Context: an optimization exercise on an open-source flow, tuned for small area, a short achievable clock period and few clock cycles per item. The choices shown serve that exercise and are no tape-out recipe.
In this exercise RTL edits were held to simulation tests only and were not proved equivalent to the original.

<file path="flow/run.sh">
#!/bin/bash
# synth_recipe.tcl (not shown) runs the flow's synth.tcl, then flattens the netlist and writes it again
# the make line also repeats each setting of config.mk as NAME=value (left out here)
make -C /OpenROAD-flow-scripts/flow DESIGN_CONFIG=/design/flow/config.mk WORK_HOME=/design/flow/orfs CLKGATE_MAP_FILE= SYNTH_SCRIPT=/design/flow/synth_recipe.tcl finish
</file>
<file path="flow/config.mk">
export PLATFORM = sky130hd
export DESIGN_NAME = bunting_aes256
export DESIGN_NICKNAME = bunting_aes256
export VERILOG_FILES = /design/flow/design.v
export SDC_FILE = /design/flow/constraint.sdc
export NUM_CORES = 8
export LEC_CHECK = 0
export CAP_MARGIN = 20
export CORE_MARGIN = 2
export CORE_UTILIZATION = 40
export SLEW_MARGIN = 20
</file>
<file path="flow/constraint.sdc">
create_clock -name core_clock -period 7.0 [get_ports {clk}]
set_input_delay 1.4000 -clock core_clock [delete_from_list [all_inputs] [get_ports {clk}]]
set_output_delay 1.4000 -clock core_clock [all_outputs]
set_load 0.01 [all_outputs]
</file>
<file path="flow/design.v">
module aes_sbox (
    input  wire [7:0] a,
    output reg  [7:0] y
);
    always @(*) begin
        case (a)
            8'h00: y = 8'h63;
            8'h01: y = 8'h7c;
            8'h02: y = 8'h77;
            8'h03: y = 8'h7b;
            8'h04: y = 8'hf2;
            8'h05: y = 8'h6b;
            8'h06: y = 8'h6f;
            8'h07: y = 8'hc5;
            8'h08: y = 8'h30;
            8'h09: y = 8'h01;
            8'h0a: y = 8'h67;
            8'h0b: y = 8'h2b;
            8'h0c: y = 8'hfe;
            8'h0d: y = 8'hd7;
            8'h0e: y = 8'hab;
            8'h0f: y = 8'h76;
            8'h10: y = 8'hca;
            8'h11: y = 8'h82;
            8'h12: y = 8'hc9;
            8'h13: y = 8'h7d;
            8'h14: y = 8'hfa;
            8'h15: y = 8'h59;
            8'h16: y = 8'h47;
            8'h17: y = 8'hf0;
            8'h18: y = 8'had;
            8'h19: y = 8'hd4;
            8'h1a: y = 8'ha2;
            8'h1b: y = 8'haf;
            8'h1c: y = 8'h9c;
            8'h1d: y = 8'ha4;
            8'h1e: y = 8'h72;
            8'h1f: y = 8'hc0;
            8'h20: y = 8'hb7;
            8'h21: y = 8'hfd;
            8'h22: y = 8'h93;
            8'h23: y = 8'h26;
            8'h24: y = 8'h36;
            8'h25: y = 8'h3f;
            8'h26: y = 8'hf7;
            8'h27: y = 8'hcc;
            8'h28: y = 8'h34;
            8'h29: y = 8'ha5;
            8'h2a: y = 8'he5;
            8'h2b: y = 8'hf1;
            8'h2c: y = 8'h71;
            8'h2d: y = 8'hd8;
            8'h2e: y = 8'h31;
            8'h2f: y = 8'h15;
            8'h30: y = 8'h04;
            8'h31: y = 8'hc7;
            8'h32: y = 8'h23;
            8'h33: y = 8'hc3;
            8'h34: y = 8'h18;
            8'h35: y = 8'h96;
            8'h36: y = 8'h05;
            8'h37: y = 8'h9a;
            8'h38: y = 8'h07;
            8'h39: y = 8'h12;
            8'h3a: y = 8'h80;
            8'h3b: y = 8'he2;
            8'h3c: y = 8'heb;
            8'h3d: y = 8'h27;
            8'h3e: y = 8'hb2;
            8'h3f: y = 8'h75;
            8'h40: y = 8'h09;
            8'h41: y = 8'h83;
            8'h42: y = 8'h2c;
            8'h43: y = 8'h1a;
            8'h44: y = 8'h1b;
            8'h45: y = 8'h6e;
            8'h46: y = 8'h5a;
            8'h47: y = 8'ha0;
            8'h48: y = 8'h52;
            8'h49: y = 8'h3b;
            8'h4a: y = 8'hd6;
            8'h4b: y = 8'hb3;
            8'h4c: y = 8'h29;
            8'h4d: y = 8'he3;
            8'h4e: y = 8'h2f;
            8'h4f: y = 8'h84;
            8'h50: y = 8'h53;
            8'h51: y = 8'hd1;
            8'h52: y = 8'h00;
            8'h53: y = 8'hed;
            8'h54: y = 8'h20;
            8'h55: y = 8'hfc;
            8'h56: y = 8'hb1;
            8'h57: y = 8'h5b;
            8'h58: y = 8'h6a;
            8'h59: y = 8'hcb;
            8'h5a: y = 8'hbe;
            8'h5b: y = 8'h39;
            8'h5c: y = 8'h4a;
            8'h5d: y = 8'h4c;
            8'h5e: y = 8'h58;
            8'h5f: y = 8'hcf;
            8'h60: y = 8'hd0;
            8'h61: y = 8'hef;
            8'h62: y = 8'haa;
            8'h63: y = 8'hfb;
            8'h64: y = 8'h43;
            8'h65: y = 8'h4d;
            8'h66: y = 8'h33;
            8'h67: y = 8'h85;
            8'h68: y = 8'h45;
            8'h69: y = 8'hf9;
            8'h6a: y = 8'h02;
            8'h6b: y = 8'h7f;
            8'h6c: y = 8'h50;
            8'h6d: y = 8'h3c;
            8'h6e: y = 8'h9f;
            8'h6f: y = 8'ha8;
            8'h70: y = 8'h51;
            8'h71: y = 8'ha3;
            8'h72: y = 8'h40;
            8'h73: y = 8'h8f;
            8'h74: y = 8'h92;
            8'h75: y = 8'h9d;
            8'h76: y = 8'h38;
            8'h77: y = 8'hf5;
            8'h78: y = 8'hbc;
            8'h79: y = 8'hb6;
            8'h7a: y = 8'hda;
            8'h7b: y = 8'h21;
            8'h7c: y = 8'h10;
            8'h7d: y = 8'hff;
            8'h7e: y = 8'hf3;
            8'h7f: y = 8'hd2;
            8'h80: y = 8'hcd;
            8'h81: y = 8'h0c;
            8'h82: y = 8'h13;
            8'h83: y = 8'hec;
            8'h84: y = 8'h5f;
            8'h85: y = 8'h97;
            8'h86: y = 8'h44;
            8'h87: y = 8'h17;
            8'h88: y = 8'hc4;
            8'h89: y = 8'ha7;
            8'h8a: y = 8'h7e;
            8'h8b: y = 8'h3d;
            8'h8c: y = 8'h64;
            8'h8d: y = 8'h5d;
            8'h8e: y = 8'h19;
            8'h8f: y = 8'h73;
            8'h90: y = 8'h60;
            8'h91: y = 8'h81;
            8'h92: y = 8'h4f;
            8'h93: y = 8'hdc;
            8'h94: y = 8'h22;
            8'h95: y = 8'h2a;
            8'h96: y = 8'h90;
            8'h97: y = 8'h88;
            8'h98: y = 8'h46;
            8'h99: y = 8'hee;
            8'h9a: y = 8'hb8;
            8'h9b: y = 8'h14;
            8'h9c: y = 8'hde;
            8'h9d: y = 8'h5e;
            8'h9e: y = 8'h0b;
            8'h9f: y = 8'hdb;
            8'ha0: y = 8'he0;
            8'ha1: y = 8'h32;
            8'ha2: y = 8'h3a;
            8'ha3: y = 8'h0a;
            8'ha4: y = 8'h49;
            8'ha5: y = 8'h06;
            8'ha6: y = 8'h24;
            8'ha7: y = 8'h5c;
            8'ha8: y = 8'hc2;
            8'ha9: y = 8'hd3;
            8'haa: y = 8'hac;
            8'hab: y = 8'h62;
            8'hac: y = 8'h91;
            8'had: y = 8'h95;
            8'hae: y = 8'he4;
            8'haf: y = 8'h79;
            8'hb0: y = 8'he7;
            8'hb1: y = 8'hc8;
            8'hb2: y = 8'h37;
            8'hb3: y = 8'h6d;
            8'hb4: y = 8'h8d;
            8'hb5: y = 8'hd5;
            8'hb6: y = 8'h4e;
            8'hb7: y = 8'ha9;
            8'hb8: y = 8'h6c;
            8'hb9: y = 8'h56;
            8'hba: y = 8'hf4;
            8'hbb: y = 8'hea;
            8'hbc: y = 8'h65;
            8'hbd: y = 8'h7a;
            8'hbe: y = 8'hae;
            8'hbf: y = 8'h08;
            8'hc0: y = 8'hba;
            8'hc1: y = 8'h78;
            8'hc2: y = 8'h25;
            8'hc3: y = 8'h2e;
            8'hc4: y = 8'h1c;
            8'hc5: y = 8'ha6;
            8'hc6: y = 8'hb4;
            8'hc7: y = 8'hc6;
            8'hc8: y = 8'he8;
            8'hc9: y = 8'hdd;
            8'hca: y = 8'h74;
            8'hcb: y = 8'h1f;
            8'hcc: y = 8'h4b;
            8'hcd: y = 8'hbd;
            8'hce: y = 8'h8b;
            8'hcf: y = 8'h8a;
            8'hd0: y = 8'h70;
            8'hd1: y = 8'h3e;
            8'hd2: y = 8'hb5;
            8'hd3: y = 8'h66;
            8'hd4: y = 8'h48;
            8'hd5: y = 8'h03;
            8'hd6: y = 8'hf6;
            8'hd7: y = 8'h0e;
            8'hd8: y = 8'h61;
            8'hd9: y = 8'h35;
            8'hda: y = 8'h57;
            8'hdb: y = 8'hb9;
            8'hdc: y = 8'h86;
            8'hdd: y = 8'hc1;
            8'hde: y = 8'h1d;
            8'hdf: y = 8'h9e;
            8'he0: y = 8'he1;
            8'he1: y = 8'hf8;
            8'he2: y = 8'h98;
            8'he3: y = 8'h11;
            8'he4: y = 8'h69;
            8'he5: y = 8'hd9;
            8'he6: y = 8'h8e;
            8'he7: y = 8'h94;
            8'he8: y = 8'h9b;
            8'he9: y = 8'h1e;
            8'hea: y = 8'h87;
            8'heb: y = 8'he9;
            8'hec: y = 8'hce;
            8'hed: y = 8'h55;
            8'hee: y = 8'h28;
            8'hef: y = 8'hdf;
            8'hf0: y = 8'h8c;
            8'hf1: y = 8'ha1;
            8'hf2: y = 8'h89;
            8'hf3: y = 8'h0d;
            8'hf4: y = 8'hbf;
            8'hf5: y = 8'he6;
            8'hf6: y = 8'h42;
            8'hf7: y = 8'h68;
            8'hf8: y = 8'h41;
            8'hf9: y = 8'h99;
            8'hfa: y = 8'h2d;
            8'hfb: y = 8'h0f;
            8'hfc: y = 8'hb0;
            8'hfd: y = 8'h54;
            8'hfe: y = 8'hbb;
            8'hff: y = 8'h16;
        endcase
    end
endmodule
module bunting_aes256 (
    input  wire         clk,
    input  wire         rst,         
    input  wire [255:0] key,         
    input  wire         in_valid,
    output wire         in_ready,
    input  wire [127:0] in_block,    
    output reg          out_valid,
    output reg  [127:0] out_block    
);
    reg         busy;
    reg [3:0]   round;               
    reg [127:0] st;                  
    reg [127:0] rk_prev;             
    reg [127:0] rk_cur;              
    reg [7:0]   rcon;
    assign in_ready = !busy;
    wire [127:0] sb;
    genvar i;
    generate
        for (i = 0; i < 16; i = i + 1) begin : g_sub
            aes_sbox u_sbox (.a(st[127 - 8*i -: 8]), .y(sb[127 - 8*i -: 8]));
        end
    endgenerate
    wire [127:0] sr;
    genvar c, r;
    generate
        for (c = 0; c < 4; c = c + 1) begin : g_col
            for (r = 0; r < 4; r = r + 1) begin : g_row
                assign sr[127 - 8*(4*c + r) -: 8] = sb[127 - 8*(4*((c + r) % 4) + r) -: 8];
            end
        end
    endgenerate
    wire [127:0] mc;
    generate
        for (c = 0; c < 4; c = c + 1) begin : g_mix
            wire [7:0] a0 = sr[127 - 32*c      -: 8];
            wire [7:0] a1 = sr[127 - 32*c - 8  -: 8];
            wire [7:0] a2 = sr[127 - 32*c - 16 -: 8];
            wire [7:0] a3 = sr[127 - 32*c - 24 -: 8];
            wire [7:0] d0 = {a0[6:0], 1'b0} ^ (a0[7] ? 8'h1b : 8'h00);
            wire [7:0] d1 = {a1[6:0], 1'b0} ^ (a1[7] ? 8'h1b : 8'h00);
            wire [7:0] d2 = {a2[6:0], 1'b0} ^ (a2[7] ? 8'h1b : 8'h00);
            wire [7:0] d3 = {a3[6:0], 1'b0} ^ (a3[7] ? 8'h1b : 8'h00);
            assign mc[127 - 32*c      -: 8] = d0 ^ d1 ^ a1 ^ a2 ^ a3;
            assign mc[127 - 32*c - 8  -: 8] = a0 ^ d1 ^ d2 ^ a2 ^ a3;
            assign mc[127 - 32*c - 16 -: 8] = a0 ^ a1 ^ d2 ^ d3 ^ a3;
            assign mc[127 - 32*c - 24 -: 8] = d0 ^ a0 ^ a1 ^ a2 ^ d3;
        end
    endgenerate
    wire        rot_step = round[0];
    wire [31:0] last_w   = rk_cur[31:0];
    wire [31:0] sub_in   = rot_step ? {last_w[23:0], last_w[31:24]} : last_w;
    wire [31:0] sub_out;
    generate
        for (i = 0; i < 4; i = i + 1) begin : g_ksub
            aes_sbox u_sbox (.a(sub_in[31 - 8*i -: 8]), .y(sub_out[31 - 8*i -: 8]));
        end
    endgenerate
    wire [31:0]  temp = rot_step ? (sub_out ^ {rcon, 24'd0}) : sub_out;
    wire [31:0]  w0   = rk_prev[127:96] ^ temp;
    wire [31:0]  w1   = rk_prev[95:64]  ^ w0;
    wire [31:0]  w2   = rk_prev[63:32]  ^ w1;
    wire [31:0]  w3   = rk_prev[31:0]   ^ w2;
    wire [127:0] rk_next = {w0, w1, w2, w3};
    wire [7:0]   rcon_next = {rcon[6:0], 1'b0} ^ (rcon[7] ? 8'h1b : 8'h00);
    always @(posedge clk) begin
        if (rst) begin
            busy      <= 1'b0;
            round     <= 4'd0;
            st        <= 128'd0;
            rk_prev   <= 128'd0;
            rk_cur    <= 128'd0;
            rcon      <= 8'd0;
            out_valid <= 1'b0;
            out_block <= 128'd0;
        end else begin
            out_valid <= 1'b0;
            if (!busy) begin
                if (in_valid) begin
                    st      <= in_block ^ key[255:128];
                    rk_prev <= key[255:128];
                    rk_cur  <= key[127:0];
                    rcon    <= 8'h01;
                    round   <= 4'd1;
                    busy    <= 1'b1;
                end
            end else begin
                if (round == 4'd14) begin
                    out_valid <= 1'b1;
                    out_block <= sr ^ rk_cur;
                    busy      <= 1'b0;
                end else begin
                    st      <= mc ^ rk_cur;
                    rk_prev <= rk_cur;
                    rk_cur  <= rk_next;
                    if (rot_step) rcon <= rcon_next;
                    round   <= round + 4'd1;
                end
            end
        end
    end
endmodule
</file>
==> flow_summary_export.csv <==
group,metric,value,unit
die,core-area,251400,sq um
timing,fin_crit_sh,0.8947,
place,placed_cell_area,109500,sq um
die,start_util,0.4025,
yosys,yosysTopAreaCellShare,0.1294,
setup_path,cp-start-kind,"flip-flop",
global_routing,grt_usage,0.5104,
run_status,status,"finished clean",
yosys,postSynthCellCount,15128,
timing,hold_violations,0,
yosys,async_reset_ff_frac,0,
clock_network,cts_tree,"done",
route,avgRoutedWirePerCell,38.36,um
die,die_w,507.0,um
timing,finClkSkew,0.07495,ns
route,drt-total-wl,694700,um
setup_path,crit_fanout,37,
yosys,synthTopCellsByArea,"dfxtp_1, a21oi_1, o21ai_0",
clock_network,cts-root-buf,"clkbuf_16",
route,num_vias,138084,
layout,fillerInstances,26585,
timing,worstMarginPinSlew,1.356,ns
timing,worst_slack,0.7372,ns
yosys,synth_top_area_cell,"dfxtp_1",
layout,final_area,113000,sq um
setup_path,cp_data_arrival_time,6.83,ns
yosys,synth.avg_cell_area,6.689,sq um
global_routing,grt_start_max_net_pins,93,
timing,slew_violations,0,
clock_network,cts_buffer_depth,3,
yosys,yosysSeqAreaShare,0.1294,
global_routing,grt_first_pass_wirelength,972900,um
yosys,yosysWarningCount,2,
die,dieArea,257000,sq um
die,die_h,507.0,um
global_routing,antenna_found_initial,64,
route,drt_iter0_drc,30388,
die,fp-row-count,184,
place,dpl.hpwl,504700,um
place,dp_cells,17904,
timing,fin_crit,6.263,ns
clock_network,post_cts_resized,0,
clock_network,cts_sinks,654,
clock_network,clk_latency,0.84,ns
timing,rsz0062_at_grt,"no",
layout,fin_nets,15258,
setup_path,end_kind,"flip-flop",
run,drv_cap,0,
yosys,yosys_register_bits,654,
clock_network,postCtsHoldBufs,0,
timing,fmax,159.7,MHz
clock_network,cts.htree.levels,3,
route,viasPerCell,7.623,
route,dr.pass1.iters,10,
yosys,syn_area,101200,sq um
global_routing,grt_pass1_vias,123936,
clock_network,numCtsBuffers,92,
timing,slew_headroom,0.09502,
yosys,synth_edf_count,0,
setup_path,worst_ep_required_time,7.57,ns
clock_network,postCtsSetupBuffers,0,
layout,stdcell_count,18113,
global_routing,grt_overflow,0,
hold_path,hold_path.class,"reg2reg",
clock_network,clk_pin_slew,0.06,ns
setup_path,critPathKind,"reg2reg",
route,drc_errors,0,
place,pre_cts_ws,0.7728,ns
timing,hold_ws,0.4569,ns
place,port_buffers,516,
timing,setup_viol,0,
route,ant_nets,0,
timing,finalSetupTns,0,ns
yosys,synth_nets,15735,
layout,drive_gt1_frac,0.08472,
yosys,synth_flop_cell,"dfxtp_1",
yosys,ys_types,114,
layout,area_growth,11.70,%
die,io_pins,517,
place,gp_congestion,1.126,
-- placed cells by master, fill, tap and decap left out, drive strengths merged, types with 286 or more instances in the layout --
cell type | Yosys | layout
o21ai | 1226 | 1226
buf | 688 | 746
nand2 | 1476 | 1476
nand3 | 456 | 456
a21oi | 1309 | 1309
xnor2 | 667 | 667
dfxtp | 654 | 654
o211ai | 369 | 369
clkdlybuf4s50 | 0 | 514
a211oi | 615 | 615
a31oi | 286 | 286
mux2i | 351 | 351
nor2 | 1561 | 1561
nor3 | 540 | 540
-- metal layers --
| layer | vias to the layer above | track usage | part of all wire |
|---|---|---|---|
| li1 | 56441 | - | - |
| met1 | 64957 | 0.6334 | 0.36 |
| met2 | 13318 | 0.7052 | 0.39 |
| met3 | 3322 | 0.1823 | 0.15 |
| met4 | 46 | 0.4102 | 0.10 |
| met5 | - | 0 | 0.00041 |
-- cell type report --
| class | count | area (sq um) | area share |
|---|---|---|---|
| flip-flops and latches | 654 | 13110 | 0.1160 |
| inverters | 254 | 965.9 | 0.008546 |
| well taps | 3348 | 4189 | 0.03706 |
| repair buffers | 1260 | 11110 | 0.09833 |
| multi-input cells | 12389 | 80230 | 0.7099 |
| clock inverters | 52 | 720.7 | 0.006377 |
| clock buffers | 122 | 2605 | 0.02305 |
| diodes | 34 | 85.08 | 0.0007528 |
-- logic make-up after synthesis --
group	share of synthesized area
AOI/OAI and AO/OA	0.4169
and+or+nand+nor	0.2001
buffers and inverters	0.08490
xor gates and xnor gates	0.09633
DFF	0.1294
muxes	0.04516
adders and majority gates	0.02720
-- worst paths after layout --
kind	slack, ns	end	depth (start not counted)	from
setup / recovery	0.74	g_mix[3].a2[6]	17	round[0]
hold / removal	0.46	st[16]	1	st[16]
setup reg to reg	0.74	g_mix[3].a2[6]	17	round[0]
hold reg to reg	0.46	st[16]	1	st[16]
-- synthesized netlist by cell type, types with 220 or more instances --
cell type  instances
a211oi_1         612
a21oi_1         1307
a221oi_1         222
a31oi_1          284
buf_1            229
buf_2            409
clkbuf_1        1141
dfxtp_1          654
ha_1             220
mux2i_1          341
nand2_1         1473
nand3_1          456
nor2_1          1552
nor3_1           536
o211ai_1         369
o21ai_0         1209
xnor2_1          655
-- through the flow --
stage	util
final	0.4496
after detailed placement	0.4357
after global routing	0.4494
after floorplan	-
after CTS	0.4490
after global placement	0.4357
-- sequential cells by signal, indices dropped and copies added (netlist names), 4 cells and up --
signal / flops
out_block: 128
rk_cur: 128
rk_prev: 128
st: 128
g_mix.a0: 32
g_mix.a1: 32
g_mix.a2: 32
g_mix.a3: 32
rcon: 8
round: 4
-- critical path: stages (launching register included) --
cell and delay [ns]:
dfxtp_4 0.68, inv_2 0.07, ha_1 0.24, nand4_1 0.16, buf_4 0.33, a21oi_4 0.27
buf_12 0.24, a22oi_1 0.51, o21a_1 0.48, clkinv_1 0.73, ha_1 0.49, buf_4 0.20
nor2_1 0.63, a221oi_1 0.21, a21oi_1 0.20, a21oi_1 0.08, o21ai_0 0.18, mux2i_1 0.27
Testbench counts, summed over its fixed seeds: cycles 24,008, blocks 1,600.

[afterwards: timing with drivers on the ports]
The results above use ideal ports. As a check the final layout listed here was re-extracted and re-timed, cells and wires unchanged. Step 1 sets driving cells, clkbuf_16 on the clock port and buf_2 on the other inputs (assumed; they add their load-dependent delay and slew). Step 2 times the ports against the registers' clock, not the clock port: input delays grow and output delays shrink by t, the midpoint of the rising clock arrivals with the driver on. Three values: ideal, step 1, step 2; two values: the first two.
t, ns: 0.886
setup WS [ns]: 0.737 / 0.737 / 0.262
worst setup path at the end: input to register
After both steps this run still meets setup and hold. The setup slack of this run moves by 0.000 ns with the drivers and by -0.475 ns with both steps.
